This design comes from an exercise in tuning for small area, a short achievable clock period and few clock cycles per item on the open sky130 flow, not from production work. RTL that was checked went through simulation tests only; none was proved equivalent to the original. For run 6, only the layout was checked, not whether the RTL still works.

==> design/flow/design.v <==
module mdu (
    input  wire        clk,
    input  wire        rst,         
    input  wire        in_valid,
    output wire        in_ready,
    input  wire [3:0]  in_op,
    input  wire [31:0] in_a,
    input  wire [31:0] in_b,
    input  wire [63:0] in_acc,      
    output reg         out_valid,
    output reg         out_fault,   
    output reg  [31:0] out_lo,
    output reg  [31:0] out_hi,
    output reg         out_n,
    output reg         out_z,
    output reg         out_v
);
    reg        rdy;               
    reg        go;                
    reg [3:0]  i_op;
    reg [31:0] i_a, i_b;
    reg [63:0] i_acc;
    assign in_ready = rdy;
    wire accept = in_valid & rdy;
    always @(posedge clk)
        if (rdy) begin
            i_op  <= in_op;
            i_a   <= in_a;
            i_b   <= in_b;
            i_acc <= in_acc;
        end
    wire i_mul = ~i_op[3] | (i_op[3:1] == 3'b100);    
    wire m1 = go & i_mul;         
    reg  m2;                      
    reg  fm;                      
    reg  [3:0]  f_op;
    reg  [65:0] ps, pc;           
    wire        msg  = (i_op != 4'd2);
    wire [34:0] ax   = {{3{msg & i_a[31]}}, i_a};
    wire        msub = (i_op == 4'd5) | (i_op == 4'd7) | (i_op == 4'd9);
    reg [65:0] init;
    always @(*) begin
        case (i_op)
            4'd4, 4'd5: init = {34'd0, i_acc[31:0]};
            4'd6, 4'd7: init = {{4{i_acc[31]}}, i_acc[31:0], {30{i_op[0]}}};   
            4'd8, 4'd9: init = {{2{i_acc[63]}}, i_acc};
            default:    init = 66'd0;
        endcase
    end
    wire [65:0] initx = init ^ {66{msub}};
    function [26:0] benc;
        input [18:0] w;
        integer k;
        begin
            for (k = 0; k < 9; k = k + 1) begin
                benc[3*k]   = w[2*k+1] ^ w[2*k];
                benc[3*k+1] = (w[2*k+2] & ~w[2*k+1] & ~w[2*k]) | (~w[2*k+2] & w[2*k+1] & w[2*k]);
                benc[3*k+2] = w[2*k+2] & ~(w[2*k+1] & w[2*k]);
            end
        end
    endfunction
    wire [35:0] in_bx = {{4{(in_op != 4'd2) & in_b[31]}}, in_b};
    reg  [26:0] bdig;
    always @(posedge clk)
        bdig <= rdy ? benc(in_bx[35:17]) : benc({i_b[17:0], 1'b0});
    reg  [65:0] row [0:8];
    reg  [65:0] negs;
    integer j, i;
    always @(*) begin
        negs = 66'd0;
        for (j = 0; j < 9; j = j + 1) begin : rows
            reg one, two, neg;
            reg [34:0] v;
            one = bdig[3*j];
            two = bdig[3*j+1];
            neg = bdig[3*j+2];
            for (i = 0; i < 35; i = i + 1)
                v[i] = ((one & ax[i]) | (two & (i > 0 ? ax[i-1] : 1'b0))) ^ neg;
            v[34] = ~v[34];
            row[j] = {31'd0, v} << (2*j);
            negs[2*j] = neg;
        end
    end
    wire [65:0] kn   = ((~(66'd87381 << 34)) + 66'd1) | negs;
    wire [65:0] s_in = m2 ? {ps[47:0], 18'd0} : {{18{initx[65]}}, initx[65:18]};
    wire [65:0] c_in = m2 ? {pc[47:0], initx[17:0]} : 66'd0;
    function [131:0] csa;     
        input [65:0] x, y, z;
        begin
            csa[131:66] = x ^ y ^ z;
            csa[65:0]   = {((x & y) | (x & z) | (y & z)), 1'b0};
        end
    endfunction
    wire [131:0] l1a = csa(row[0], row[1], row[2]);
    wire [131:0] l1b = csa(row[3], row[4], row[5]);
    wire [131:0] l1c = csa(row[6], row[7], row[8]);
    wire [131:0] l1d = csa(s_in, c_in, kn);
    wire [131:0] l2a = csa(l1a[131:66], l1a[65:0], l1b[131:66]);
    wire [131:0] l2b = csa(l1b[65:0], l1c[131:66], l1c[65:0]);
    wire [131:0] l3a = csa(l2a[131:66], l2a[65:0], l2b[131:66]);
    wire [131:0] l3b = csa(l2b[65:0], l1d[131:66], l1d[65:0]);
    wire [131:0] l4a = csa(l3a[131:66], l3a[65:0], l3b[131:66]);
    wire [131:0] l5a = csa(l4a[131:66], l4a[65:0], l3b[65:0]);
    always @(posedge clk) begin
        ps <= l5a[131:66];
        pc <= l5a[65:0];
    end
    wire [65:0] pq = ps + pc;
    wire        f_sub  = (f_op == 4'd5) | (f_op == 4'd7) | (f_op == 4'd9);
    wire [65:0] fp     = pq ^ {66{f_sub}};
    wire        f_wide = (f_op == 4'd8) | (f_op == 4'd9);
    wire        f_q    = (f_op == 4'd3) | (f_op == 4'd6) | (f_op == 4'd7);
    wire        f_hi   = (f_op == 4'd1) | (f_op == 4'd2);
    wire        ovq    = ~(&fp[65:61] | ~|fp[65:61]);
    wire        ovl    = ~(&fp[65:63] | ~|fp[65:63]);
    reg  [31:0] f_lo, f_hw;
    reg         f_v, f_z;
    always @(*) begin
        f_hw = fp[63:32];
        if (f_wide) begin
            f_v  = ovl;
            f_z  = ~ovl & (fp[63:0] == 64'd0);
            f_lo = ovl ? {32{~fp[65]}} : fp[31:0];
            f_hw = ovl ? {fp[65], {31{~fp[65]}}} : fp[63:32];
        end else if (f_q) begin
            f_v  = ovq;
            f_z  = ~ovq & (fp[61:30] == 32'd0);
            f_lo = ovq ? {fp[65], {31{~fp[65]}}} : fp[61:30];
        end else if (f_hi) begin
            f_v  = 1'b0;
            f_z  = (fp[63:32] == 32'd0);
            f_lo = fp[63:32];
        end else begin
            f_v  = 1'b0;
            f_z  = (fp[31:0] == 32'd0);
            f_lo = fp[31:0];
        end
    end
    wire f_n = f_wide ? f_hw[31] : f_lo[31];
    function [5:0] clz32;
        input [31:0] v;
        integer i;
        begin
            clz32 = 6'd32;
            for (i = 0; i < 32; i = i + 1)
                if (v[i]) clz32 = 31 - i;
        end
    endfunction
    wire dp = go & ~i_mul;        
    reg  dbusy;                   
    reg  [4:0]  dcnt;             
    reg  fx;                      
    reg  d_sq;                    
    reg  d_rem;                   
    reg  d_neg;                   
    reg  d_dz;                    
    reg  [36:0] m;
    reg  [35:0] y;
    reg  [31:0] q;
    wire p_sq  = (i_op[3:1] == 3'b111);
    wire p_sgn = (i_op == 4'd10) | (i_op == 4'd12);
    wire p_rem = (i_op == 4'd12) | (i_op == 4'd13);
    wire a_neg = p_sgn & i_a[31];
    wire b_neg = p_sgn & i_b[31];
    wire [31:0] am = a_neg ? -i_a : i_a;
    wire [31:0] bm = b_neg ? -i_b : i_b;
    wire [5:0]  ca_r = clz32(a_neg ? ~i_a : i_a);
    wire [5:0]  ca_e = ca_r - {5'd0, a_neg};
    wire [5:0]  cb_e = clz32(b_neg ? ~i_b : i_b);
    wire        p_dz = ~p_sq & (i_b == 32'd0);
    wire [5:0]  dd   = cb_e - ca_e;
    wire        dgo  = (cb_e >= ca_e) & ~p_dz;
    wire [5:0]  dsh  = dd | 6'd1;
    wire [4:0]  pairs = 5'd16 - {1'b0, ca_r[5:1]};
    wire        sq_z  = (i_op[0] & i_a[31]) | (i_a == 32'd0);
    wire [4:0]  sq_st = i_op[0] ? pairs + 5'd15 : pairs;    
    wire [5:0]  ssh   = {ca_r[5:1], 1'b0} + (sq_st[0] ? 6'd0 : 6'd2);
    wire [4:0]  n_iter = p_sq ? (sq_z ? 5'd0 : ({1'b0, sq_st[4:1]} + {4'd0, sq_st[0]}))
                              : (dgo ? ({1'b0, dsh[5:1]} + 5'd1) : 5'd0);
    wire [31:0] sh_in  = p_sq ? i_a : bm;
    wire [5:0]  sh_amt = p_sq ? ssh : dsh;
    wire [35:0] sh_out = {4'd0, sh_in} << sh_amt;
    wire [35:0] yh  = {1'b0, y[35:4], d_sq ? 3'b001 : y[3:1]};
    wire [35:0] yh5 = {1'b0, y[35:4], d_sq ? 3'b101 : y[3:1]};
    wire [37:0] t1  = {1'b0, m} - {2'b00, y};
    wire [37:0] t2b = {1'b0, m} - {2'b00, yh};
    wire [37:0] t2a = {1'b0, m} - {2'b00, y} - {2'b00, yh5};
    wire        b1  = ~t1[37];
    wire        b2  = b1 ? ~t2a[37] : ~t2b[37];
    wire [36:0] rn  = b1 ? (b2 ? t2a[36:0] : t1[36:0]) : (b2 ? t2b[36:0] : m);
    always @(posedge clk) begin
        if (dp) begin
            d_sq  <= p_sq;
            d_rem <= p_rem;
            d_neg <= p_rem ? a_neg : (a_neg ^ b_neg);
            d_dz  <= p_dz;
        end
        if (dp) begin
            m <= p_sq ? {33'd0, sh_out[33:30]} : {5'd0, am};
            y <= p_sq ? 36'd4 : sh_out;
            q <= p_sq ? {sh_out[29:0], 2'b00} : 32'd0;
        end else if (d_sq) begin
            m <= {rn[32:0], q[31:28]};
            y <= {y[33:4], b1, b2, 4'b0100};
            q <= {q[27:0], 4'd0};
        end else begin
            m <= rn;
            y <= {2'b00, y[35:2]};
            q <= {q[29:0], b1, b2};
        end
    end
    wire [31:0] fix_v = d_sq ? y[35:4] : d_rem ? m[31:0] : q;
    wire [31:0] fix_r = d_neg ? -fix_v : fix_v;
    always @(posedge clk) begin
        if (rst) begin
            rdy       <= 1'b1;
            go        <= 1'b0;
            m2        <= 1'b0;
            fm        <= 1'b0;
            dbusy     <= 1'b0;
            fx        <= 1'b0;
            out_valid <= 1'b0;
        end else begin
            go  <= accept;
            m2  <= m1;
            fm  <= m2;
            fx  <= (dp & (n_iter == 5'd0)) | (dbusy & (dcnt == 5'd1));
            if (dp) begin
                dbusy <= (n_iter != 5'd0);
                dcnt  <= n_iter;
            end else if (dbusy) begin
                dbusy <= (dcnt != 5'd1);
                dcnt  <= dcnt - 5'd1;
            end
            rdy <= ~accept & (m1 ? 1'b1 :
                              dp ? (n_iter <= 5'd1) :
                              dbusy ? (dcnt <= 5'd2) : 1'b1);
            out_valid <= fm | fx;
        end
    end
    always @(posedge clk) begin
        f_op <= i_op;
        out_fault <= ~fm & d_dz;
        out_lo    <= fm ? f_lo : fix_r;
        out_hi    <= f_hw;
        out_n     <= f_n;
        out_z     <= f_z;
        out_v     <= f_v;
    end
endmodule
==> design/flow/run.sh <==
#!/bin/bash
# synth_recipe.tcl (not shown) runs the flow's synth.tcl, then flattens the netlist and writes it again
# the make line also repeats each setting of config.mk as NAME=value (left out here)
make -C /OpenROAD-flow-scripts/flow DESIGN_CONFIG=/design/flow/config.mk WORK_HOME=/design/flow/orfs CLKGATE_MAP_FILE= SYNTH_SCRIPT=/design/flow/synth_recipe.tcl finish
==> design/flow/config.mk <==
export PLATFORM = sky130hd
export DESIGN_NAME = mdu
export DESIGN_NICKNAME = mdu
export VERILOG_FILES = /design/flow/design.v
export SDC_FILE = /design/flow/constraint.sdc
export NUM_CORES = 4
export LEC_CHECK = 0
export CAP_MARGIN = 20
export CORE_MARGIN = 2
export CORE_UTILIZATION = 40
export SLEW_MARGIN = 20
==> design/flow/constraint.sdc <==
create_clock -name core_clock -period 18.0 [get_ports {clk}]
set_input_delay 3.6000 -clock core_clock [delete_from_list [all_inputs] [get_ports {clk}]]
set_output_delay 3.6000 -clock core_clock [all_outputs]
set_load 0.01 [all_outputs]
==> results of run 1 <==
-- final timing paths --
check             startpoint  endpoint  depth (start not counted)
setup / recovery        m[0]      m[7]                         28
hold / removal         dbusy        fx                          2
setup reg to reg        m[0]      m[7]                         28
hold reg to reg        dbusy        fx                          2
-- metal layers --
metal,vias up,share of wire (%),routed length (µm),track usage [%]
met5,-,0.045,89,0
met4,12,5.2,10200,13.7
met3,467,7.3,14300,4.06
met2,2202,47,91600,49.1
met1,22142,41,80000,37.7
li1,20320,-,-,-
-- sequential cells by signal (all words and copies together), names as in the netlist, 27 cells and up --
signal,count
out_hi,32
m,37
q,32
y,36
out_lo,32
ps,66
pc,64
i_acc,64
i_a,32
i_b,32
bdig,27
-- cell type report --
| type | instances | area, µm² | area share, % |
|---|---|---|---|
| Multi-Input combinational cell | 4404 | 35700 | 64.2 |
| Inverter | 529 | 1990 | 3.57 |
| Antenna cell | 1 | 2.50 | 0.00450 |
| Clock inverter | 40 | 423 | 0.761 |
| Timing Repair Buffer | 291 | 2710 | 4.87 |
| Clock buffer | 69 | 1600 | 2.87 |
| Sequential cell | 482 | 11100 | 20.0 |
| Tap cell | 1650 | 2060 | 3.71 |
-- critical path: cells and delay by family, from the launching register on --
family | cells | cell delay [ns]
compound gates | 17 | 4.37
xor+xnor | 1 | 0.17
fa+ha+maj | 3 | 0.90
buf+inv | 3 | 0.59
flops | 1 | 0.33
simple gates | 4 | 1.22
-- cell usage in the layout (no fill, tap or decap), drive strengths merged, types with 77 or more instances in the layout --
cell type	n
a22oi	319
mux2i	187
ha	348
buf	87
dfxtp	337
o22ai	77
a21oi	347
clkdlybuf4s50	204
a21o	147
edfxtp	145
nor2	306
xnor2	491
fa	317
inv	530
nor3	90
nand2	390
nand3	85
xor2	211
o21ai	279
-- kinds of logic (layout without fill, tap and decap cells) --
group | Yosys count | count (layout) | synth area share, %
AOI/OAI and AO/OA | 1633 | 1633 | 21.8
xor gates and xnor gates | 702 | 702 | 12.2
adders and majority gates | 665 | 665 | 21.2
buffers and inverters | 963 | 929 | 7.24
DFF | 482 | 482 | 22.0
muxes | 219 | 219 | 4.48
other | 2 | 7 | 0.0149
and+or+nand+nor | 1179 | 1179 | 11.0
-- per-stage QoR --
step / hold WS [ns] / worst slack (ns) / utilization (%)
4_1_cts: 0.499 / 10.45 / 44.4
3_5_place_dp: 0.490 / 10.46 / 42.8
3_3_place_gp: 0.483 / 10.52 / 42.8
6_report: 0.495 / 10.26 / 44.4
5_1_grt: 0.525 / 9.82 / 44.4
2_1_floorplan: 0.343 / 11.16 / -
==> metrics.md, run 1 <==
| Metric | Value |
|---|---|
| Max-cap violations | `0` |
| Post-CTS sizing | `0` |
| FFs w/ async S/R, synth | `0%` |
| CTS Buf Count | `58` |
| Synthesis Warnings | `2` |
| Clock sinks | `482` |
| Hold Buf Count CTS | `0` |
| DP HPWL | `150000 µm` |
| Synth area leader | `dfxtp_1` |
| Vias | `45143` |
| Synthesized instance count | `5845` |
| Crit path max fanout | `41` |
| Largest net degree at the start of global routing | `160` |
| Max Transition Viols Final | `0` |
| Cells after DPL | `7356` |
| Setup Fix Bufs, Post-CTS | `0` |
| IO buf count | `204` |
| Placed cell areas | `53600 µm²` |
| CP required | `18.55 ns` |
| CP max stage cell | `a2111oi_0` |
| Main synth FF type | `dfxtp_1` |
| Clock-pin transition on the worst setup and hold timing paths | `0.06 ns` |
| Fin area | `55600 µm²` |
| Wire per inst | `26.3 µm` |
| Setup crit start kind | `register` |
| EDFF count, synth | `145` |
| Layout area overhead | `10.4%` |
| Final Hold Fails | `0` |
| Most frequent cell after synthesis | `inv_1` |
| Floorplan core area | `125000 µm²` |
| DRT iter0 DRCs | `4951` |
| Clk latency of the worst-skew pair | `0.72 ns` |
| Vias in the first global route | `44196` |
| CP max stage delay | `0.77 ns` |
| Tmin final | `7.74 ns` |
| Drt total wl | `196000 µm` |
| Drc violations | `0` |
| Synth top cells by count | `inv_1 (517), xnor2_1 (490), nand2_1 (389)` |
| Status | `timing/DRC/antenna clean` |
| Fraction of layout cells with a size suffix above 1 | `5.47%` |
| Starting Density | `40.2%` |
| Measured slew at the worst slew-check pin | `1.10 ns` |
| Die Y | `359 µm` |
| Setup TNS | `0 ns` |
| Gr usage total | `29.5%` |
| Final Non-Filler Cells | `7466` |
| First-pass GRT wire length | `289000 µm` |
| Full die area | `129000 µm²` |
| 1st-pass router iterations | `7` |
| CTS tree | `yes` |
| Synthesized area per cell | `8.62 µm²` |
| RSZ-0062 raised after global routing | `false` |
| Critical path arrival | `8.29 ns` |
| Root Driver | `clkbuf_16` |
| Post-route ant nets | `0` |
| Path category of the worst min-delay check | `reg -> reg` |
| Clock skew | `0.0632 ns` |
| Die Wd | `359 µm` |
| Synth Register Bits | `482` |
| Vias per inst | `6.05` |
| Crit path kind | `reg -> reg` |
| Boundary pin count | `205` |
| Post-route clock period utilization | `43.0%` |
| Setup violators final | `0` |
| Mapped Area | `50400 µm²` |
| CP Capture Type | `register` |
| R2R Setup Slk | `10.26 ns` |
| Share of the synthesized area in the top cell type | `13.4%` |
| Row count | `130` |
| F_max | `129 MHz` |
| Final Wtd Congestion | `0.984` |
| Final net count | `6566` |
| Initial antenna violation count | `8` |
| Slew HR | `26.9%` |
| CTS max path bufs | `3` |
| GRT overflow | `0` |
| Library cells used by synthesis | `95` |
| Most used cell along the critical path | `a21o_1` |
| H-tree depth | `2` |
| Synth area leaders | `dfxtp_1 (13%), fa_1 (13%), edfxtp_1 (8.6%), ha_1 (8.6%), xnor2_1 (8.5%)` |
| Sequential share of the synthesized area | `22.0%` |
| Fillers | `12306` |
Testbench counts, summed over its fixed seeds: cycles 45,834, items 12,000.
==> inputs of run 2 (changes only) <==
--- a/design/flow/design.v
+++ b/design/flow/design.v
@@ -18,2 +18,3 @@
     reg        rdy;               
+    reg        hold;              
     reg        go;                
@@ -24,4 +25,10 @@
     wire accept = in_valid & rdy;
+    reg        i_an, i_bn, i_as, i_ml;
+    wire       in_sdiv = (in_op == 4'd10) | (in_op == 4'd12);
     always @(posedge clk)
-        if (rdy) begin
+        if (~hold) begin
+            i_an  <= in_sdiv & in_a[31];
+            i_bn  <= in_sdiv & in_b[31];
+            i_as  <= (in_op != 4'd2) & in_a[31];
+            i_ml  <= ~in_op[3] | (in_op[3:1] == 3'b100);    
             i_op  <= in_op;
@@ -31,3 +38,3 @@
         end
-    wire i_mul = ~i_op[3] | (i_op[3:1] == 3'b100);    
+    wire i_mul = i_ml;
     wire m1 = go & i_mul;         
@@ -37,4 +44,3 @@
     reg  [65:0] ps, pc;           
-    wire        msg  = (i_op != 4'd2);
-    wire [34:0] ax   = {{3{msg & i_a[31]}}, i_a};
+    wire [34:0] ax   = {{3{i_as}}, i_a};
     wire        msub = (i_op == 4'd5) | (i_op == 4'd7) | (i_op == 4'd9);
@@ -139,9 +145,19 @@
     wire f_n = f_wide ? f_hw[31] : f_lo[31];
-    function [5:0] clz32;
+    function [5:0] clz32;        
         input [31:0] v;
-        integer i;
+        reg   [2:0] c [0:3];
+        reg   [3:0] z;
+        integer i, k;
         begin
-            clz32 = 6'd32;
-            for (i = 0; i < 32; i = i + 1)
-                if (v[i]) clz32 = 31 - i;
+            for (i = 0; i < 4; i = i + 1) begin
+                z[i] = (v[8*i +: 8] == 8'd0);
+                c[i] = 3'd7;
+                for (k = 0; k < 8; k = k + 1)
+                    if (v[8*i + k]) c[i] = 7 - k;
+            end
+            if (!z[3])      clz32 = {3'd0, c[3]};
+            else if (!z[2]) clz32 = {3'd1, c[2]};
+            else if (!z[1]) clz32 = {3'd2, c[1]};
+            else if (!z[0]) clz32 = {3'd3, c[0]};
+            else            clz32 = 6'd32;
         end
@@ -153,2 +169,3 @@
     reg  d_sq;                    
+    reg  sq_l;                    
     reg  d_rem;                   
@@ -162,4 +179,4 @@
     wire p_rem = (i_op == 4'd12) | (i_op == 4'd13);
-    wire a_neg = p_sgn & i_a[31];
-    wire b_neg = p_sgn & i_b[31];
+    wire a_neg = i_an;
+    wire b_neg = i_bn;
     wire [31:0] am = a_neg ? -i_a : i_a;
@@ -182,4 +199,4 @@
     wire [35:0] sh_out = {4'd0, sh_in} << sh_amt;
-    wire [35:0] yh  = {1'b0, y[35:4], d_sq ? 3'b001 : y[3:1]};
-    wire [35:0] yh5 = {1'b0, y[35:4], d_sq ? 3'b101 : y[3:1]};
+    wire [35:0] yh  = {1'b0, y[35:4], sq_l ? 3'b001 : y[3:1]};
+    wire [35:0] yh5 = {1'b0, y[35:4], sq_l ? 3'b101 : y[3:1]};
     wire [37:0] t1  = {1'b0, m} - {2'b00, y};
@@ -213,2 +230,5 @@
     wire [31:0] fix_r = d_neg ? -fix_v : fix_v;
+    wire rdy_n = ~accept & (m1 ? 1'b1 :
+                            dp ? (n_iter <= 5'd1) :
+                            dbusy ? (dcnt <= 5'd2) : 1'b1);
     always @(posedge clk) begin
@@ -216,2 +236,4 @@
             rdy       <= 1'b1;
+            hold      <= 1'b0;
+            sq_l      <= 1'b0;
             go        <= 1'b0;
@@ -229,2 +251,3 @@
                 dbusy <= (n_iter != 5'd0);
+                sq_l  <= (n_iter != 5'd0) & p_sq;
                 dcnt  <= n_iter;
@@ -232,7 +255,7 @@
                 dbusy <= (dcnt != 5'd1);
+                sq_l  <= (dcnt != 5'd1) & sq_l;
                 dcnt  <= dcnt - 5'd1;
             end
-            rdy <= ~accept & (m1 ? 1'b1 :
-                              dp ? (n_iter <= 5'd1) :
-                              dbusy ? (dcnt <= 5'd2) : 1'b1);
+            rdy  <= rdy_n;
+            hold <= ~rdy_n;
             out_valid <= fm | fx;
==> design/flow/flow/run.sh (new file) <==
#!/bin/bash
set -e
export SETUP_SLACK_MARGIN=12.5
bash standard.sh > standard.log 2>&1
==> design/flow/standard.sh (new file) <==
#!/bin/bash
# synth_recipe.tcl (not shown) runs the flow's synth.tcl, then flattens the netlist and writes it again
# the make line also repeats each setting of config.mk as NAME=value (left out here)
make -C /OpenROAD-flow-scripts/flow DESIGN_CONFIG=/design/flow/config.mk WORK_HOME=/design/flow/orfs CLKGATE_MAP_FILE= SYNTH_SCRIPT=/design/flow/synth_recipe.tcl "${@:-finish}"
removed: design/flow/run.sh
==> run 2 against run 1 <==
Still clean. Hold slack lost 0.021 ns. Die area grew 1.9%. Clock-buffer cell count grew 8. Fmax grew 42%. Critical endpoint is now m[31]. Largest cell class unchanged.
==> metrics.md, run 2 <==
| Metric | Value |
|---|---|
| Synth Register Bits | `488` |
| Measured slew at the worst slew-check pin | `1.15 ns` |
| R2R Path Start | `y[17]` |
| Share of the synthesized area in the top cell type | `13.2%` |
| Reg area | `11300 µm²` |
| Synthesized area per cell | `8.58 µm²` |
| Setup violators final | `0` |
| Crit path max fanout | `6` |
| 1st-pass router iterations | `6` |
| IO buf count | `204` |
| Clock sinks | `488` |
| Placed cell areas | `54500 µm²` |
| Path category of the worst min-delay check | `reg -> reg` |
| Reg-to-reg critical path endpoint | `m[31]` |
| Synthesis Warnings | `4` |
| Vias | `47450` |
| Hold Buf Count CTS | `0` |
| Post-route ant nets | `0` |
| Max Transition Viols Final | `0` |
| Root Driver | `clkbuf_16` |
| CP Capture Type | `register` |
| Synth area leaders | `dfxtp_1 (13%), fa_1 (12%), edfxtp_1 (8.7%), ha_1 (8.5%), xnor2_1 (7.7%)` |
| Register-to-Register Path Depth | `23` |
| Sequential share of the synthesized area | `21.9%` |
| Drt total wl | `218000 µm` |
| Main synth FF type | `dfxtp_1` |
| Largest regs | `ps (66), i_acc (64), pc (64)` |
| Fin area | `58900 µm²` |
| Max reg flops | `66` |
| CTS tree | `yes` |
| Cells after DPL | `7507` |
| Initial antenna violation count | `5` |
| Fraction of layout cells with a size suffix above 1 | `10.5%` |
| Synth area leader | `dfxtp_1` |
| EDFF count, synth | `149` |
| Layout area overhead | `14.9%` |
| Post-route clock period utilization | `30.3%` |
| Tmin final | `5.46 ns` |
| Vias per inst | `6.13` |
| Most frequent cell after synthesis | `inv_1` |
| Die Y | `362 µm` |
| Crit path kind | `reg -> reg` |
| Footprint of the multi-input gates | `37700 µm²` |
| CTS Buf Count | `58` |
| Clock skew | `0.0582 ns` |
| GRT overflow | `0` |
| DP HPWL | `167000 µm` |
| Most frequent cells in the layout | `inv_1 (491), xnor2_1 (446), a21oi_1 (365)` |
| Boundary pin count | `205` |
| Row count | `131` |
| Status | `timing/DRC/antenna clean` |
| Die Wd | `362 µm` |
| CTS max path bufs | `3` |
| Max-cap violations | `0` |
| Final Hold Fails | `0` |
| Slew HR | `22.6%` |
| Synthesized instance count | `5977` |
| Critical path arrival | `6.08 ns` |
| DRT iter0 DRCs | `5156` |
| H-tree depth | `2` |
| WHS Path Cells | `2` |
| Setup TNS | `0 ns` |
| Fillers | `12326` |
| Full die area | `131000 µm²` |
| Mapped Area | `51300 µm²` |
| Library cells used by synthesis | `119` |
| Hold wc startpoint | `y[2]` |
| Setup crit start kind | `register` |
| WHS | `0.473 ns` |
| Clk latency of the worst-skew pair | `0.71 ns` |
| Synth top cells by count | `inv_1 (506), xnor2_1 (454), a21oi_1 (382)` |
| R2R Setup Slk | `12.54 ns` |
| RSZ-0062 raised after global routing | `true` |
| Clock-pin transition on the worst setup and hold timing paths | `0.07 ns` |
| First-pass GRT wire length | `316000 µm` |
| CP required | `18.62 ns` |
| Largest net degree at the start of global routing | `74` |
| FFs w/ async S/R, synth | `0%` |
| F_max | `183 MHz` |
| Final setup margin | `12.54 ns` |
| Most flops, register | `ps` |
| Commonest non-fill, non-tap cell in the layout | `inv_1` |
| Gr usage total | `32.2%` |
| Final Wtd Congestion | `1.02` |
| Worst Hold End | `y[0]` |
| Vias in the first global route | `46098` |
| Starting Density | `40.3%` |
| Floorplan core area | `127000 µm²` |
| Wire per inst | `28.2 µm` |
| Post-Place Setup Slack | `11.01 ns` |
| Final Non-Filler Cells | `7737` |
| Drc violations | `0` |
| Final net count | `6824` |
==> run 2: cell count changes after synthesis, moves of 15 or more <==
cell / before / now
a21o_1: 147 / 78
nor2_1: 301 / 346
xor2_1: 210 / 225
clkbuf_1: 352 / 314
buf_2: 18 / 41
o21ai_0: 275 / 343
and2_1: 38 / 55
xnor2_1: 490 / 454
nor3_1: 89 / 107
a21oi_1: 344 / 382
nand2_1: 389 / 355
==> run 2: worst max-delay path by stage <==
stage	start	cells past startpoint	slack, ns	to
after floorplan	y[9]	21	12.65	m[15]
after global placement	y[11]	21	11.03	m[33]
after detailed placement	y[11]	21	11.01	m[33]
after CTS	i_a[29]	19	12.48	m[0]
after global routing	m[13]	22	12.36	m[31]
final	y[17]	23	12.54	m[31]
==> run 2: critical path, stage by stage, from the launching register on <==
cell,delay (ns)
dfxtp_1,0.41
inv_2,0.13
ha_4,0.33
and4_4,0.28
nor3b_4,0.21
or4b_4,0.53
a21oi_4,0.23
or2_4,0.19
a21oi_4,0.08
o21ai_2,0.21
xor2_2,0.22
ha_4,0.25
a21o_1,0.16
a21oi_1,0.13
o21bai_1,0.10
a21o_1,0.20
a221oi_4,0.33
buf_6,0.15
buf_12,0.13
nand3_4,0.14
buf_12,0.19
mux2i_4,0.19
mux4_2,0.51
o22ai_1,0.11
==> run 2: stage by stage <==
step,utilization [%]
after floorplan,-
after global placement,42.8
after detailed placement,42.8
after CTS,45.2
after global routing,46.3
final,46.3
==> run 2: routing by layer <==
layer	vias to the layer above	share of wire (%)	wire length, µm	track usage [%]
met5	-	0.012	27	0
met2	2205	46	99800	52.2
li1	21207	-	-	-
met1	23611	41	90200	42.4
met3	423	7.6	16600	5.00
met4	4	5.3	11600	14.4
==> run 2: cell type report <==
class / count / area share (%)
clock inverters: 32 / 0.650
diodes: 3 / 0.0127
multi-input cells: 4546 / 64.0
well taps: 1662 / 3.53
repair buffers: 416 / 6.61
flip-flops and latches: 488 / 19.2
inverters: 513 / 3.29
clock buffers: 77 / 2.78
==> run 2: what timing repair did <==
item	CTS	global route
cloned	5	6
setup endpoints to repair	112	121
pin swaps	18	73
endpoints found under the hold margin	0	0
gates resized for setup	118	187
buffers inserted	48	59
==> run 2: logic make-up (layout without fill, tap and decap cells) <==
group / Yosys count / count (layout) / synth area share [%]
adder cells (fa/ha/maj): 666 / 666 / 20.9
buffers and inverters: 953 / 1038 / 7.18
AND/OR/NAND/NOR: 1250 / 1256 / 11.7
multiplexers: 211 / 211 / 4.24
XOR/XNOR: 684 / 684 / 11.8
other: 2 / 9 / 0.0146
AO/OA/AOI/OAI: 1723 / 1723 / 22.3
flip-flops: 488 / 488 / 21.9
Testbench counts of run 2, summed over its fixed seeds: cycles 45,834, items 12,000.
==> inputs of run 3 (changes only) <==
==> design/flow/run.sh (new file) <==
#!/bin/bash
# synth_recipe.tcl (not shown) runs the flow's synth.tcl, then flattens the netlist and writes it again
# the make line also repeats each setting of config.mk as NAME=value (left out here)
make -C /OpenROAD-flow-scripts/flow DESIGN_CONFIG=/design/flow/config.mk WORK_HOME=/design/flow/orfs CLKGATE_MAP_FILE= SYNTH_SCRIPT=/design/flow/synth_recipe.tcl finish
removed: design/flow/flow/run.sh
removed: design/flow/standard.sh
==> run 3 against run 2 <==
Cell area down 4.0%. Setup slack worse by 1.6 ns. Hold slack worse by 0.0017 ns. Area after synthesis unchanged. Critical path depth unchanged. Clock-buffer cell count unchanged. Via count down 2.0%. Routed wire length down 2.7%. Die area unchanged. Critical endpoint is now m[33]. Highest routed layer unchanged.
==> metrics.md, run 3 <==
| Metric | Value |
|---|---|
| Drt total wl | `212000 µm` |
| Most frequent cells in the layout | `inv_1 (505), xnor2_1 (454), a21oi_1 (382)` |
| CTS Buf Count | `58` |
| Post-layout util | `44.4%` |
| Drc violations | `0` |
| CTS max path bufs | `3` |
| RSZ-0062 raised after global routing | `false` |
| Clk latency of the worst-skew pair | `0.71 ns` |
| H-tree depth | `2` |
| WHS | `0.472 ns` |
| Final Non-Filler Cells | `7623` |
| Status | `timing/DRC/antenna clean` |
| Max-cap violations | `0` |
| 1st-pass router iterations | `6` |
| Die Y | `362 µm` |
| Library cells used by synthesis | `119` |
| Floorplan core area | `127000 µm²` |
| Final Hold Fails | `0` |
| Post-CTS sizing | `0` |
| Vias | `46520` |
| Setup violators final | `0` |
| Commonest non-fill, non-tap cell in the layout | `inv_1` |
| Root Driver | `clkbuf_16` |
| Boundary pin count | `205` |
| Main synth FF type | `dfxtp_1` |
| Clock sinks | `488` |
| Synthesized instance count | `5977` |
| Slew HR | `23.1%` |
| Clock-pin transition on the worst setup and hold timing paths | `0.07 ns` |
| Register-to-Register Path Depth | `23` |
| Most frequent cell after synthesis | `inv_1` |
| Synth area leader | `dfxtp_1` |
| Final net count | `6708` |
| Initial antenna violation count | `6` |
| Post-route clock period utilization | `39.1%` |
| Most flops, register | `ps` |
| Hold Buf Count CTS | `0` |
| Synth Register Bits | `488` |
| Crit path max fanout | `24` |
| DRT iter0 DRCs | `5060` |
| IO buf count | `204` |
| Gr usage total | `31.7%` |
| Synthesized area per cell | `8.58 µm²` |
| Fillers | `12515` |
| Post-Place Setup Slack | `11.01 ns` |
| Vias in the first global route | `45472` |
| Layout area overhead | `10.3%` |
| Max reg flops | `66` |
| Mapped Area | `51300 µm²` |
| R2R Path Start | `y[6]` |
| Critical path arrival | `7.48 ns` |
| WHS Path Cells | `2` |
| Vias per inst | `6.10` |
| Reg-to-reg critical path endpoint | `m[33]` |
| Largest regs | `ps (66), i_acc (64), pc (64)` |
| Measured slew at the worst slew-check pin | `1.15 ns` |
| Tmin final | `7.05 ns` |
| Sequential share of the synthesized area | `21.9%` |
| Cells after DPL | `7507` |
| Post-route ant nets | `0` |
| Max Transition Viols Final | `0` |
| Synthesis Warnings | `4` |
| DP HPWL | `167000 µm` |
| Path category of the worst min-delay check | `reg -> reg` |
| Share of the synthesized area in the top cell type | `13.2%` |
| Fraction of layout cells with a size suffix above 1 | `5.64%` |
| Crit path kind | `reg -> reg` |
| EDFF count, synth | `149` |
| Largest net degree at the start of global routing | `74` |
| Full die area | `131000 µm²` |
| Setup TNS | `0 ns` |
| F_max | `142 MHz` |
| Wire per inst | `27.9 µm` |
| Starting Density | `40.3%` |
| Hold wc startpoint | `y[2]` |
| R2R Setup Slk | `10.95 ns` |
| Clock skew | `0.0539 ns` |
| CTS tree | `yes` |
| Setup crit start kind | `register` |
| Die Wd | `362 µm` |
| GRT overflow | `0` |
| CP required | `18.43 ns` |
| Final Wtd Congestion | `1.02` |
| Worst Hold End | `y[0]` |
| FFs w/ async S/R, synth | `0%` |
| Synth top cells by count | `inv_1 (506), xnor2_1 (454), a21oi_1 (382)` |
| CP Capture Type | `register` |
| First-pass GRT wire length | `311000 µm` |
| Row count | `131` |
| Setup Fix Bufs, Post-CTS | `0` |
| Synth area leaders | `dfxtp_1 (13%), fa_1 (12%), edfxtp_1 (8.7%), ha_1 (8.5%), xnor2_1 (7.7%)` |
| Final setup margin | `10.95 ns` |
## run 3: cell types whose count changed in the layout (fill, tap and decap cells not counted), sizes merged, moves of 2 or more
cell / delta
diode: +2
clkbuf: -4
nand3: -3
buf: -106
nand2: -2
## run 3: logic make-up (layout without fill, tap and decap cells)
| group | after synthesis | after routing | share of synthesized area [%] |
|---|---|---|---|
| AND/OR/NAND/NOR | 1250 | 1250 | 11.7 |
| other | 2 | 11 | 0.0146 |
| adder cells (fa/ha/maj) | 666 | 666 | 20.9 |
| buffers and inverters | 953 | 928 | 7.18 |
| XOR/XNOR | 684 | 684 | 11.8 |
| AO/OA/AOI/OAI | 1723 | 1723 | 22.3 |
| multiplexers | 211 | 211 | 4.24 |
| flip-flops | 488 | 488 | 21.9 |
## run 3: area by class of cell
cell class | count | area (µm²) | share of cell area, %
flip-flops and latches | 488 | 11300 | 19.9
multi-input cells | 4540 | 36400 | 64.4
inverters | 513 | 1930 | 3.41
repair buffers | 306 | 2820 | 4.99
diodes | 5 | 12.5 | 0.0221
clock buffers | 77 | 1640 | 2.89
clock inverters | 32 | 383 | 0.677
well taps | 1662 | 2080 | 3.68
## run 3: stage by stage
| stage | area [µm²] |
|---|---|
| global placement | 54500 |
| floorplan | 51300 |
| detailed placement | 54500 |
| global route | 56600 |
| finish | 56600 |
| CTS | 56500 |
## run 3: worst max-delay path by stage
stage          slack (ns)  start  cells past startpoint  endpoint
2_1_floorplan       12.65   y[9]                     21     m[15]
3_3_place_gp        11.03  y[11]                     21     m[33]
3_5_place_dp        11.01  y[11]                     21     m[33]
4_1_cts             11.03  y[11]                     21     m[33]
5_1_grt             10.49  y[14]                     21     m[33]
6_report            10.95   y[6]                     23     m[33]
## run 3: per-layer routing
metal	up-vias	GRT usage, %	routed length [µm]
met5	-	0	47
met4	6	13.6	10300
met3	379	4.24	15000
met2	2028	51.4	97500
met1	23151	42.2	89500
li1	20956	-	-
## run 3: worst max-delay path, stage by stage (launching register included)
cell,delay (ns)
dfxtp_1,0.40
inv_1,0.12
ha_1,0.38
a2111oi_0,0.79
nand2_1,0.12
nand2_1,0.13
o21ai_0,0.20
a211oi_1,0.30
nor4_1,0.12
a211oi_1,0.34
xnor2_1,0.20
ha_1,0.33
a21oi_1,0.23
o211a_1,0.19
o21ai_0,0.10
o21ai_1,0.31
o21ai_1,0.23
a221oi_2,0.25
buf_4,0.24
nand2_2,0.35
nor2_2,0.84
nor3_1,0.10
a2111oi_0,0.42
a211oi_1,0.09
==> inputs of run 4 (changes only) <==
--- a/design/flow/config.mk
+++ b/design/flow/config.mk
@@ -9,3 +9,4 @@
 export CORE_MARGIN = 2
-export CORE_UTILIZATION = 40
+export CORE_UTILIZATION = 65
+export PLACE_DENSITY = 0.75
 export SLEW_MARGIN = 20
==> run 4 against run 3 <==
Still clean on timing, DRC and antenna. Setup slack better by 0.17 ns. Area after synthesis unchanged. Fmax rose by 2.5%. Die area fell by 38%. Routed wire length shrank 13%. Clock-buffer cell count down 8. Global-route usage increased by 13 points. Critical path type unchanged. Critical endpoint unchanged.
==> metrics.md, run 4 <==
| Metric | Value |
|---|---|
| Path category of the worst min-delay check | `reg -> reg` |
| Post-route clock period utilization | `38.2%` |
| CP max stage cell | `nor2_2` |
| Setup violators final | `0` |
| Post-route ant nets | `0` |
| EDFF count, synth | `149` |
| Max-cap violations | `0` |
| Critical path arrival | `7.25 ns` |
| Most used cell along the critical path | `o21ai_0` |
| CTS tree | `yes` |
| Most flops, register | `ps` |
| Full die area | `81200 µm²` |
| Synthesis Warnings | `4` |
| Most frequent cells in the layout | `inv_1 (505), xnor2_1 (454), a21oi_1 (382)` |
| Synth area leaders | `dfxtp_1 (13%), fa_1 (12%), edfxtp_1 (8.7%), ha_1 (8.5%), xnor2_1 (7.7%)` |
| DRT iter0 DRCs | `7271` |
| CP delay by family, top | `compound AO/OA/AOI/OAI gates` |
| Wire per inst | `26.5 µm` |
| Max reg flops | `66` |
| Share of the synthesized area in the top cell type | `13.2%` |
| Floorplan core area | `78600 µm²` |
| Vias | `47814` |
| Clock sinks | `488` |
| Starting Density | `65.3%` |
| Synth Register Bits | `488` |
| Hold Buf Count CTS | `0` |
| H-tree depth | `2` |
| Post-CTS sizing | `0` |
| Clock-pin transition on the worst setup and hold timing paths | `0.07 ns` |
| Boundary pin count | `205` |
| Commonest non-fill, non-tap cell in the layout | `inv_1` |
| CP Capture Type | `register` |
| Sequential share of the synthesized area | `21.9%` |
| Row count | `103` |
| Post-Place Setup Slack | `11.35 ns` |
| Largest net degree at the start of global routing | `122` |
| CTS max path bufs | `3` |
| Vias per inst | `6.83` |
| Layout area overhead | `8.53%` |
| Reg area | `11300 µm²` |
| Final setup margin | `11.13 ns` |
| Measured slew at the worst slew-check pin | `1.10 ns` |
| Clock skew | `0.0293 ns` |
| Fraction of layout cells with a size suffix above 1 | `5.50%` |
| Gr usage total | `44.4%` |
| Footprint of the multi-input gates | `36400 µm²` |
| Crit path max fanout | `24` |
| Final Hold Fails | `0` |
| Synth top cells by count | `inv_1 (506), xnor2_1 (454), a21oi_1 (382)` |
| Buf+Inv Stages, Crit Path | `3` |
| Die Wd | `285 µm` |
| Fillers | `6241` |
| DP HPWL | `141000 µm` |
| Synthesized area per cell | `8.58 µm²` |
| Tmin final | `6.87 ns` |
| Crit path kind | `reg -> reg` |
| Largest regs | `ps (66), i_acc (64), pc (64)` |
| F_max | `145 MHz` |
| Max Transition Viols Final | `0` |
| R2R Setup Slk | `11.13 ns` |
| Post-layout util | `70.8%` |
| Library cells used by synthesis | `119` |
| Final Wtd Congestion | `1.08` |
| FFs w/ async S/R, synth | `0%` |
| Root Driver | `clkbuf_16` |
| First-pass GRT wire length | `277000 µm` |
| Initial antenna violation count | `7` |
| Final net count | `6700` |
| Vias in the first global route | `45072` |
| Most frequent cell after synthesis | `inv_1` |
| Mapped Area | `51300 µm²` |
| Main synth FF type | `dfxtp_1` |
| CTS Buf Count | `54` |
| Slew HR | `26.9%` |
| Status | `timing/DRC/antenna clean` |
| Synthesized instance count | `5977` |
| Drt total wl | `186000 µm` |
| Drc violations | `0` |
| Synth area leader | `dfxtp_1` |
| CP required | `18.38 ns` |
| IO buf count | `204` |
| Setup Fix Bufs, Post-CTS | `0` |
| 1st-pass router iterations | `9` |
| RSZ-0062 raised after global routing | `false` |
| GRT overflow | `0` |
| Die Y | `285 µm` |
| CP max stage delay | `0.80 ns` |
| Setup crit start kind | `register` |
| Setup TNS | `0 ns` |
| Clk latency of the worst-skew pair | `0.66 ns` |
[run 4: cell count changes in the layout (fill, tap and decap cells not counted), sizes merged]
| cell | delta |
|---|---|
| buf | -4 |
| bufinv | -1 |
| clkbuf | -8 |
| clkinv | -2 |
| clkinvlp | -2 |
| inv | +6 |
[run 4: final timing paths]
kind / start / endpoint / cells after the start
setup / recovery: m[0] / m[33] / 25
hold reg to reg: q[1] / q[3] / 2
setup reg to reg: m[0] / m[33] / 25
hold / removal: q[1] / q[3] / 2
[run 4: kinds of logic after synthesis]
logic type,after synthesis,share of synthesized area (%)
adder cells (fa/ha/maj),666,20.9
flip-flops,488,21.9
AO/OA/AOI/OAI,1723,22.3
AND/OR/NAND/NOR,1250,11.7
XOR/XNOR,684,11.8
multiplexers,211,4.24
other,2,0.0146
buffers and inverters,953,7.18
[run 4: worst reg2reg max path, cell delays in order, from the launching register on]
cell       delay [ns]
dfxtp_1          0.31
inv_1            0.09
ha_1             0.17
inv_1            0.05
fa_1             0.43
a211oi_1         0.35
o21a_1           0.29
o211ai_1         0.13
a31oi_1          0.29
o21ai_0          0.28
a221oi_1         0.52
xnor2_1          0.21
ha_1             0.33
a21oi_1          0.14
o21ai_0          0.15
nand3_1          0.14
a21oi_1          0.06
o21ai_0          0.13
o21ai_1          0.17
a221oi_2         0.25
buf_4            0.24
nand2_2          0.42
nor2_2           0.81
nor3_1           0.13
a2111oi_0        0.42
a211oi_1         0.09
[run 4: layout make-up]
cell class / count / share of cell area (%)
Timing Repair Buffer: 302 / 5.02
Tap cell: 1050 / 2.36
Clock buffer: 69 / 2.85
Multi-Input combinational cell: 4540 / 65.4
Antenna cell: 5 / 0.0225
Sequential cell: 488 / 20.2
Clock inverter: 33 / 0.658
Inverter: 513 / 3.47
[run 4: stage by stage]
stage	area, µm²	std cells	hold WS [ns]
6_report	55700	7000	0.491
5_1_grt	55700	6997	0.520
2_1_floorplan	51300	5981	0.346
3_5_place_dp	53700	6892	0.477
3_3_place_gp	53700	6892	0.467
4_1_cts	55700	6994	0.490
[run 4: layer usage]
metal | track usage [%] | wire length [µm] | vias up
li1 | - | - | 20945
met1 | 58.9 | 70400 | 22623
met2 | 67.0 | 79200 | 3504
met3 | 11.5 | 23800 | 740
met4 | 22.8 | 12100 | 2
met5 | 0 | 13 | -
==> inputs of run 5 (changes only) <==
--- a/design/flow/design.v
+++ b/design/flow/design.v
@@ -194,4 +194,5 @@
     wire [5:0]  ssh   = {ca_r[5:1], 1'b0} + (sq_st[0] ? 6'd0 : 6'd2);
-    wire [4:0]  n_iter = p_sq ? (sq_z ? 5'd0 : ({1'b0, sq_st[4:1]} + {4'd0, sq_st[0]}))
-                              : (dgo ? ({1'b0, dsh[5:1]} + 5'd1) : 5'd0);
+    wire [4:0]  n_iter = p_sq ? (sq_z ? 5'd1 : ({1'b0, sq_st[4:1]} + {4'd0, sq_st[0]}))
+                              : (dgo ? ({1'b0, dsh[5:1]} + 5'd1) : 5'd1);
+    wire        sq_n  = i_op[0] & i_a[31];
     wire [31:0] sh_in  = p_sq ? i_a : bm;
@@ -215,5 +216,5 @@
         if (dp) begin
-            m <= p_sq ? {33'd0, sh_out[33:30]} : {5'd0, am};
-            y <= p_sq ? 36'd4 : sh_out;
-            q <= p_sq ? {sh_out[29:0], 2'b00} : 32'd0;
+            m <= p_sq ? {33'd0, sh_out[33:30] & {4{~sq_n}}} : {5'd0, am};
+            y <= p_sq ? 36'd4 : dgo ? sh_out : 36'h8_0000_0000;
+            q <= p_sq ? {sh_out[29:0] & {30{~sq_n}}, 2'b00} : 32'd0;
         end else if (d_sq) begin
@@ -228,7 +229,13 @@
     end
-    wire [31:0] fix_v = d_sq ? y[35:4] : d_rem ? m[31:0] : q;
-    wire [31:0] fix_r = d_neg ? -fix_v : fix_v;
+    reg  [31:0] res;
+    reg         r_neg, r_dz;
+    always @(posedge clk) begin
+        res   <= d_sq ? {y[33:4], b1, b2} : d_rem ? rn[31:0] : {q[29:0], b1, b2};
+        r_neg <= d_neg;
+        r_dz  <= d_dz;
+    end
+    wire [31:0] fix_r = r_neg ? -res : res;
     wire rdy_n = ~accept & (m1 ? 1'b1 :
-                            dp ? (n_iter <= 5'd1) :
-                            dbusy ? (dcnt <= 5'd2) : 1'b1);
+                            dp ? (n_iter <= 5'd2) :
+                            dbusy ? (dcnt <= 5'd3) : 1'b1);
     always @(posedge clk) begin
@@ -248,6 +255,6 @@
             fm  <= m2;
-            fx  <= (dp & (n_iter == 5'd0)) | (dbusy & (dcnt == 5'd1));
+            fx  <= dbusy & (dcnt == 5'd1);
             if (dp) begin
-                dbusy <= (n_iter != 5'd0);
-                sq_l  <= (n_iter != 5'd0) & p_sq;
+                dbusy <= 1'b1;
+                sq_l  <= p_sq;
                 dcnt  <= n_iter;
@@ -265,3 +272,3 @@
         f_op <= i_op;
-        out_fault <= ~fm & d_dz;
+        out_fault <= ~fm & r_dz;
         out_lo    <= fm ? f_lo : fix_r;
==> design/flow/flow/run.sh (new file) <==
#!/bin/bash
set -e
export SETUP_SLACK_MARGIN=12.5
bash standard.sh > standard.log 2>&1
==> design/flow/standard.sh (new file) <==
#!/bin/bash
# synth_recipe.tcl (not shown) runs the flow's synth.tcl, then flattens the netlist and writes it again
# the make line also repeats each setting of config.mk as NAME=value (left out here)
make -C /OpenROAD-flow-scripts/flow DESIGN_CONFIG=/design/flow/config.mk WORK_HOME=/design/flow/orfs CLKGATE_MAP_FILE= SYNTH_SCRIPT=/design/flow/synth_recipe.tcl "${@:-finish}"
--- a/design/flow/config.mk
+++ b/design/flow/config.mk
@@ -9,4 +9,3 @@
 export CORE_MARGIN = 2
-export CORE_UTILIZATION = 65
-export PLACE_DENSITY = 0.75
+export CORE_UTILIZATION = 40
 export SLEW_MARGIN = 20
removed: design/flow/run.sh
==> run 5 against run 4 <==
Via count is 0.21% higher. Non-clock buffer count is 110 higher. Critical path depth down 4. Setup slack improved by 1.3 ns. Utilization fell by 24 points. Cell count is 11% higher. Critical endpoint is now res[26]. Largest cell class unchanged.
==> metrics.md, run 5 <==
| Metric | Value |
|---|---|
| Tmin final | `5.61 ns` |
| Most frequent cell after synthesis | `inv_1` |
| Most frequent cells in the layout | `inv_1 (501), xnor2_1 (463), nand2_1 (365)` |
| Fraction of layout cells with a size suffix above 1 | `9.81%` |
| Clock-pin transition on the worst setup and hold timing paths | `0.06 ns` |
| Vias | `47913` |
| 1st-pass router iterations | `6` |
| Routed wl met3 | `19600 µm` |
| EDFF count, synth | `149` |
| CP required | `18.61 ns` |
| Synth top cells by count | `inv_1 (510), xnor2_1 (469), a21oi_1 (377)` |
| GRT overflow | `0` |
| Gr usage total | `31.3%` |
| DRT iter0 DRCs | `5513` |
| CTS tree | `yes` |
| Main synth FF type | `dfxtp_1` |
| Vias per inst | `6.15` |
| Synth Register Bits | `522` |
| Starting Density | `40.4%` |
| Wire per inst | `27.3 µm` |
| Library cells used by synthesis | `106` |
| Post-layout util | `46.5%` |
| Synth area leader | `dfxtp_1` |
| Top layer in use | `met5` |
| Root Driver | `clkbuf_16` |
| Clock sinks | `522` |
| RSZ-0062 raised after global routing | `true` |
| Max-cap violations | `0` |
| Final Wtd Congestion | `1.01` |
| Measured slew at the worst slew-check pin | `1.14 ns` |
| Vias in the first global route | `45703` |
| Fillers | `12484` |
| DP HPWL | `161000 µm` |
| Largest net degree at the start of global routing | `84` |
| Synth area leaders | `dfxtp_1 (14%), fa_1 (12%), edfxtp_1 (8.7%), ha_1 (8.5%), xnor2_1 (8.0%)` |
| Full die area | `132000 µm²` |
| Max reg flops | `66` |
| Setup violators final | `0` |
| Largest regs | `ps (66), i_acc (64), pc (64)` |
| Row count | `131` |
| Final Hold Fails | `0` |
| Layout area overhead | `15.1%` |
| Synthesized area per cell | `8.57 µm²` |
| Post-route clock period utilization | `31.2%` |
| Path category of the worst min-delay check | `reg -> reg` |
| WHS | `0.382 ns` |
| CTS Buf Count | `66` |
| Crit path max fanout | `7` |
| Share of the synthesized area in the top cell type | `14.5%` |
| Synthesis Warnings | `4` |
| Post-route ant nets | `0` |
| Clock skew | `0.0379 ns` |
| Setup crit start kind | `register` |
| Die Wd | `363 µm` |
| First-pass GRT wire length | `310000 µm` |
| Setup TNS | `0 ns` |
| H-tree depth | `3` |
| Routed met2 length | `93800 µm` |
| CTS max path bufs | `3` |
| Die Y | `363 µm` |
| F_max | `178 MHz` |
| Max Transition Viols Final | `0` |
| Drt total wl | `213000 µm` |
| Status | `timing/DRC/antenna clean` |
| Mapped Area | `51600 µm²` |
| Boundary pin count | `205` |
| Clk latency of the worst-skew pair | `0.69 ns` |
| Synthesized instance count | `6024` |
| Sequential share of the synthesized area | `23.1%` |
| Initial antenna violation count | `9` |
| FFs w/ async S/R, synth | `0%` |
| Slew HR | `23.4%` |
| Commonest non-fill, non-tap cell in the layout | `inv_1` |
| Most flops, register | `ps` |
| Met1 WL | `89200 µm` |
| Crit path kind | `reg -> reg` |
| IO buf count | `204` |
| Critical path arrival | `6.22 ns` |
| Final net count | `6874` |
| Drc violations | `0` |
| CP Capture Type | `register` |
| Floorplan core area | `128000 µm²` |
[run 5: cell types whose count changed in the layout (fill, tap and decap cells not counted), sizes merged, moves of 20 or more]
cell | before | now
o21ai | 360 | 337
clkbuf | 69 | 95
mux2i | 180 | 141
nor2 | 349 | 369
o211ai | 28 | 55
buf | 98 | 204
dfxtp | 339 | 373
[run 5: final cells by class]
| cell class | count | area (µm²) | area share, % |
|---|---|---|---|
| Antenna cell | 3 | 7.51 | 0.0126 |
| Clock buffer | 91 | 1890 | 3.18 |
| Clock inverter | 29 | 273 | 0.459 |
| Inverter | 518 | 1950 | 3.29 |
| Multi-Input combinational cell | 4552 | 37400 | 62.9 |
| Sequential cell | 522 | 12000 | 20.1 |
| Tap cell | 1662 | 2080 | 3.50 |
| Timing Repair Buffer | 412 | 3870 | 6.52 |
| Timing Repair inverter | 1 | 5.00 | 0.00842 |
[run 5: worst max-delay path: stages, from the launching register on]
cell,delay (ns)
dfxtp_1,0.39
inv_1,0.12
ha_1,0.42
nand3_1,0.19
nor2_2,0.30
nand4_1,0.13
o31a_1,0.34
a21oi_1,0.38
nor2_1,0.10
xnor2_1,0.45
ha_1,0.42
a21oi_2,0.24
o21ai_0,0.16
a21oi_2,0.20
o31ai_4,0.11
a21oi_2,0.15
buf_4,0.15
nand3_4,0.19
buf_12,0.27
a311o_1,0.44
a211o_1,0.29
o21ai_1,0.07
[run 5: metal layers]
layer	up-vias	global-route usage [%]
li1	21376	-
met4	8	12.1
met1	23516	41.8
met2	2542	49.2
met5	-	0
met3	471	6.96
[run 5: path summary, 6_finish.rpt]
check	to	slack [ns]	from	depth (start not counted)
hold / removal	r_neg	0.38	d_neg	0
setup reg to reg	res[26]	12.39	y[13]	21
hold reg to reg	r_neg	0.38	d_neg	0
setup / recovery	res[26]	12.39	y[13]	21
[run 5: logic make-up after synthesis]
group | synth area share, %
compound gates | 22.4
xor+xnor | 11.5
fa+ha+maj | 20.7
buf+inv | 7.06
flops | 23.1
mux | 3.24
other cells | 0.0145
simple gates | 11.9
[run 5: stage by stage]
stage          std cells  worst slack [ns]  cell area (µm²)
3_5_place_dp        7562             10.94            55000
4_1_cts             7725             12.48            57900
2_1_floorplan       6028             12.51            51700
6_report            7790             12.39            59400
3_3_place_gp        7562             11.07            55000
5_1_grt             7788             12.19            59400
[run 5: what timing repair did]
item	CTS	global route
gates resized for setup	89	224
setup buffers	40	55
gates cloned	3	7
setup endpoints to repair	142	141
hold buffers	0	0
pin swaps	11	88
Testbench counts of run 5, summed over its fixed seeds: cycles 42,985, items 12,000.
==> inputs of run 6 (changes only) <==
--- a/design/flow/design.v
+++ b/design/flow/design.v
@@ -25,3 +25,3 @@
     wire accept = in_valid & rdy;
-    reg        i_an, i_bn, i_as, i_ml;
+    reg        i_an, i_bn, i_as, i_bs, i_ml;
     wire       in_sdiv = (in_op == 4'd10) | (in_op == 4'd12);
@@ -32,3 +32,4 @@
             i_as  <= (in_op != 4'd2) & in_a[31];
-            i_ml  <= ~in_op[3] | (in_op[3:1] == 3'b100);    
+            i_bs  <= (in_op != 4'd2) & in_b[31];
+            i_ml  <= in_mul;    
             i_op  <= in_op;
@@ -39,3 +40,5 @@
     wire i_mul = i_ml;
-    wire m1 = go & i_mul;         
+    reg  pend;
+    wire m1 = i_mul & (go | pend) & ~m2;    
+    wire mwait = i_mul & go & m2;           
     reg  m2;                      
@@ -44,3 +47,8 @@
     reg  [65:0] ps, pc;           
-    wire [34:0] ax   = {{3{i_as}}, i_a};
+    reg  [32:0] ma_r;
+    reg  [17:0] mlo;
+    wire [34:0] ax   = {{2{ma_r[32]}}, ma_r};
+    always @(posedge clk)
+        if (mwait | (rdy & ~m1))
+            ma_r <= mwait ? {i_as, i_a} : {(in_op != 4'd2) & in_a[31], in_a};
     wire        msub = (i_op == 4'd5) | (i_op == 4'd7) | (i_op == 4'd9);
@@ -70,3 +78,4 @@
     always @(posedge clk)
-        bdig <= rdy ? benc(in_bx[35:17]) : benc({i_b[17:0], 1'b0});
+        bdig <= m1 ? benc({i_b[17:0], 1'b0}) :
+                mwait ? benc({{4{i_bs}}, i_b[31:17]}) : benc(in_bx[35:17]);
     reg  [65:0] row [0:8];
@@ -91,3 +100,5 @@
     wire [65:0] s_in = m2 ? {ps[47:0], 18'd0} : {{18{initx[65]}}, initx[65:18]};
-    wire [65:0] c_in = m2 ? {pc[47:0], initx[17:0]} : 66'd0;
+    wire [65:0] c_in = m2 ? {pc[47:0], mlo} : 66'd0;
+    always @(posedge clk)
+        mlo <= initx[17:0];
     function [131:0] csa;     
@@ -237,5 +248,6 @@
     wire [31:0] fix_r = r_neg ? -res : res;
-    wire rdy_n = ~accept & (m1 ? 1'b1 :
-                            dp ? (n_iter <= 5'd2) :
-                            dbusy ? (dcnt <= 5'd3) : 1'b1);
+    wire in_mul = ~in_op[3] | (in_op[3:1] == 3'b100);
+    wire rdy_n = accept ? (in_mul & ~m1) :
+                 dp ? (n_iter <= 5'd2) :
+                 dbusy ? (dcnt <= 5'd3) : 1'b1;
     always @(posedge clk) begin
@@ -244,2 +256,3 @@
             hold      <= 1'b0;
+            pend      <= 1'b0;
             sq_l      <= 1'b0;
@@ -253,2 +266,3 @@
             go  <= accept;
+            pend <= mwait;
             m2  <= m1;
@@ -271,3 +285,3 @@
     always @(posedge clk) begin
-        f_op <= i_op;
+        if (m1) f_op <= i_op;
         out_fault <= ~fm & r_dz;
==> design/flow/flow/run.sh (replaced) <==
#!/bin/bash
set -e
export SETUP_SLACK_MARGIN=13.5
bash standard.sh > standard.log 2>&1
--- a/design/flow/config.mk
+++ b/design/flow/config.mk
@@ -9,3 +9,3 @@
 export CORE_MARGIN = 2
-export CORE_UTILIZATION = 40
+export CORE_UTILIZATION = 55
 export SLEW_MARGIN = 20
==> run 6 against run 5 <==
Still clean. Non-clock buffer count grew 176. Via count grew 8.6%. Cell count grew 0.82%. Critical path type unchanged. Largest cell class unchanged.
==> metrics.md, run 6 <==
| Metric | Value |
|---|---|
| Critical path arrival | `6.11 ns` |
| Sequential share of the synthesized area | `24.6%` |
| Synthesized area per cell | `8.64 µm²` |
| R2R Path Start | `y[6]` |
| Final Non-Filler Cells | `7854` |
| Clock skew | `0.0302 ns` |
| F_max | `178 MHz` |
| Root Driver | `clkbuf_16` |
| GR met1 Demand/Resource | `54.2%` |
| Synth area leaders | `dfxtp_1 (14%), fa_1 (12%), edfxtp_1 (10%), ha_1 (8.5%), xnor2_1 (7.7%)` |
| Most flops, register | `ps` |
| Most frequent cells in the layout | `inv_1 (528), nand2_1 (478), xnor2_1 (465)` |
| Mapped Area | `54400 µm²` |
| Full die area | `101000 µm²` |
| Placed cell areas | `57400 µm²` |
| Clock-pin transition on the worst setup and hold timing paths | `0.06 ns` |
| Die Y | `318 µm` |
| CP max stage cell | `or4_4` |
| Setup crit start kind | `register` |
| Final Hold Fails | `0` |
| Setup TNS | `0 ns` |
| CP delay by family, top | `compound AO/OA/AOI/OAI gates` |
| Path category of the worst min-delay check | `reg -> reg` |
| Library cells used by synthesis | `94` |
| Synth top cells by count | `inv_1 (547), nand2_1 (494), xnor2_1 (478)` |
| Crit path kind | `reg -> reg` |
| Synth Register Bits | `575` |
| CTS Buf Count | `69` |
| Clk latency of the worst-skew pair | `0.65 ns` |
| Busiest grt layer | `met2` |
| Largest net degree at the start of global routing | `109` |
| Tmin final | `5.62 ns` |
| Commonest non-fill, non-tap cell in the layout | `inv_1` |
| Gr usage total | `41.0%` |
| Layout area overhead | `20.6%` |
| Post-layout util | `66.8%` |
| Vias in the first global route | `49551` |
| Post-route clock period utilization | `31.2%` |
| Fraction of layout cells with a size suffix above 1 | `17.1%` |
| Slew HR | `18.2%` |
| Crit path max fanout | `5` |
| Most frequent cell after synthesis | `inv_1` |
| Synth area leader | `dfxtp_1` |
| Max reg flops | `66` |
| Buf+Inv Stages, Crit Path | `5` |
| Synthesized instance count | `6294` |
| Drt total wl | `216000 µm` |
| Boundary pin count | `205` |
| Main synth FF type | `dfxtp_1` |
| RSZ-0062 raised after global routing | `true` |
| FFs w/ async S/R, synth | `0%` |
| Row count | `115` |
| Drc violations | `0` |
| CP Capture Type | `register` |
| IO buf count | `204` |
| 1st-pass router iterations | `9` |
| M2 GR Usage | `64.1%` |
| Measured slew at the worst slew-check pin | `1.23 ns` |
| CTS max path bufs | `3` |
| Vias per inst | `6.62` |
| Largest regs | `ps (66), i_acc (64), pc (64)` |
| Status | `timing/DRC/antenna clean` |
| GRT overflow | `0` |
| CP Launch Point | `y[6]` |
| Max-cap violations | `0` |
| Vias | `52016` |
| Floorplan core area | `98300 µm²` |
| Initial antenna violation count | `11` |
| Clock sinks | `575` |
| Hold wc startpoint | `d_dz` |
| Max Transition Viols Final | `0` |
| Final Wtd Congestion | `1.00` |
| EDFF count, synth | `187` |
| CP required | `18.49 ns` |
| First-pass GRT wire length | `318000 µm` |
| DP HPWL | `156000 µm` |
| Routing usage on met3 | `7.28%` |
| Post-route ant nets | `0` |
| Share of the synthesized area in the top cell type | `14.3%` |
| Setup violators final | `0` |
| H-tree depth | `3` |
| CP max stage delay | `0.57 ns` |
| Starting Density | `55.3%` |
| DRT iter0 DRCs | `6908` |
| Fin area | `65600 µm²` |
| Wire per inst | `27.5 µm` |
| Cells after DPL | `7420` |
| CTS tree | `yes` |
| Most used cell along the critical path | `a21oi_2` |
| Die Wd | `318 µm` |
| Final net count | `7344` |
| Synthesis Warnings | `4` |
-- run 6: timing repair --
action / in CTS / in global routing
buffers inserted: 186 / 103
cloned: 16 / 4
setup endpoints to repair: 336 / 276
pin swaps: 135 / 144
resized for setup: 796 / 280
hold buffers: 0 / 0
-- run 6: per-stage QoR --
stage | hold slack (ns) | setup WS (ns)
after floorplan | 0.323 | 12.81
after CTS | 0.354 | 12.55
after detailed placement | 0.334 | 11.36
after global placement | 0.331 | 11.42
after global routing | 0.370 | 12.14
final | 0.351 | 12.38
-- run 6: area by class of cell --
type	count	area, µm²
well taps	1287	1610
repair inverters	1	5.00
diodes	1	2.50
flip-flops and latches	575	13500
fillers	8145	32700
inverters	551	2090
clock inverters	30	329
clock buffers	94	1930
multi-input cells	4727	40500
repair buffers	588	5710
-- run 6: cell families after synthesis --
logic type | after synthesis | share of synthesized area, %
adders and majority gates | 696 | 20.5
DFF | 575 | 24.6
muxes | 155 | 2.94
xor gates and xnor gates | 682 | 11.0
and+or+nand+nor | 1456 | 12.7
buffers and inverters | 995 | 6.91
AOI/OAI and AO/OA | 1735 | 21.3
-- run 6: routing by layer --
layer	vias to the layer above	part of all wire, %	wire (µm)
li1	22676	-	-
met1	25243	39	84400
met2	3322	44	95900
met3	763	9.6	20700
met4	12	7.0	15000
met5	-	0.037	81
-- run 6: worst paths after layout --
check	cells after the start	slack [ns]	endpoint
max reg2reg	26	12.38	m[26]
min	0	0.35	r_dz
max	26	12.38	m[26]
min reg2reg	0	0.35	r_dz

static timing again, ports no longer ideal:
The flow's constraints put no driver on any port. The routed layouts listed below were extracted and timed again, unchanged, in two steps. Step 1 assumes that a clkbuf_16 drives the clock port and a buf_2 every other input. Step 2 also shifts input and output timing later by t, the mid clock arrival at the registers, as if the neighbouring blocks saw the same clock. a / b / c = ideal / step 1 / step 2; a / b = the first two.
run | t, ns | setup slack, ns | hold WS [ns] | pins driven straight from the clock port
run 1 | 0.762 | 10.259 / 10.259 / 10.259 | 0.495 / 0.495 / 0.495 | 1
run 2 | 0.750 | 12.538 / 12.538 / 12.314 | 0.473 / 0.473 / 0.473 | 1
run 3 | 0.752 | 10.953 / 10.953 / 10.953 | 0.472 / 0.472 / 0.472 | 1
run 4 | 0.720 | 11.126 / 11.126 / 11.126 | 0.491 / 0.491 / 0.491 | 1
run 5 | 0.753 | 12.392 / 12.392 / 12.392 | 0.382 / 0.382 / 0.382 | 1
run 6 | 0.716 | 12.381 / 12.381 / 12.381 | 0.351 / 0.351 / 0.351 | 1
After both steps setup and hold are still met in every run listed. For run 2, which loses most, drivers alone change the setup slack by 0.000 ns; drivers and shift together by -0.224 ns.
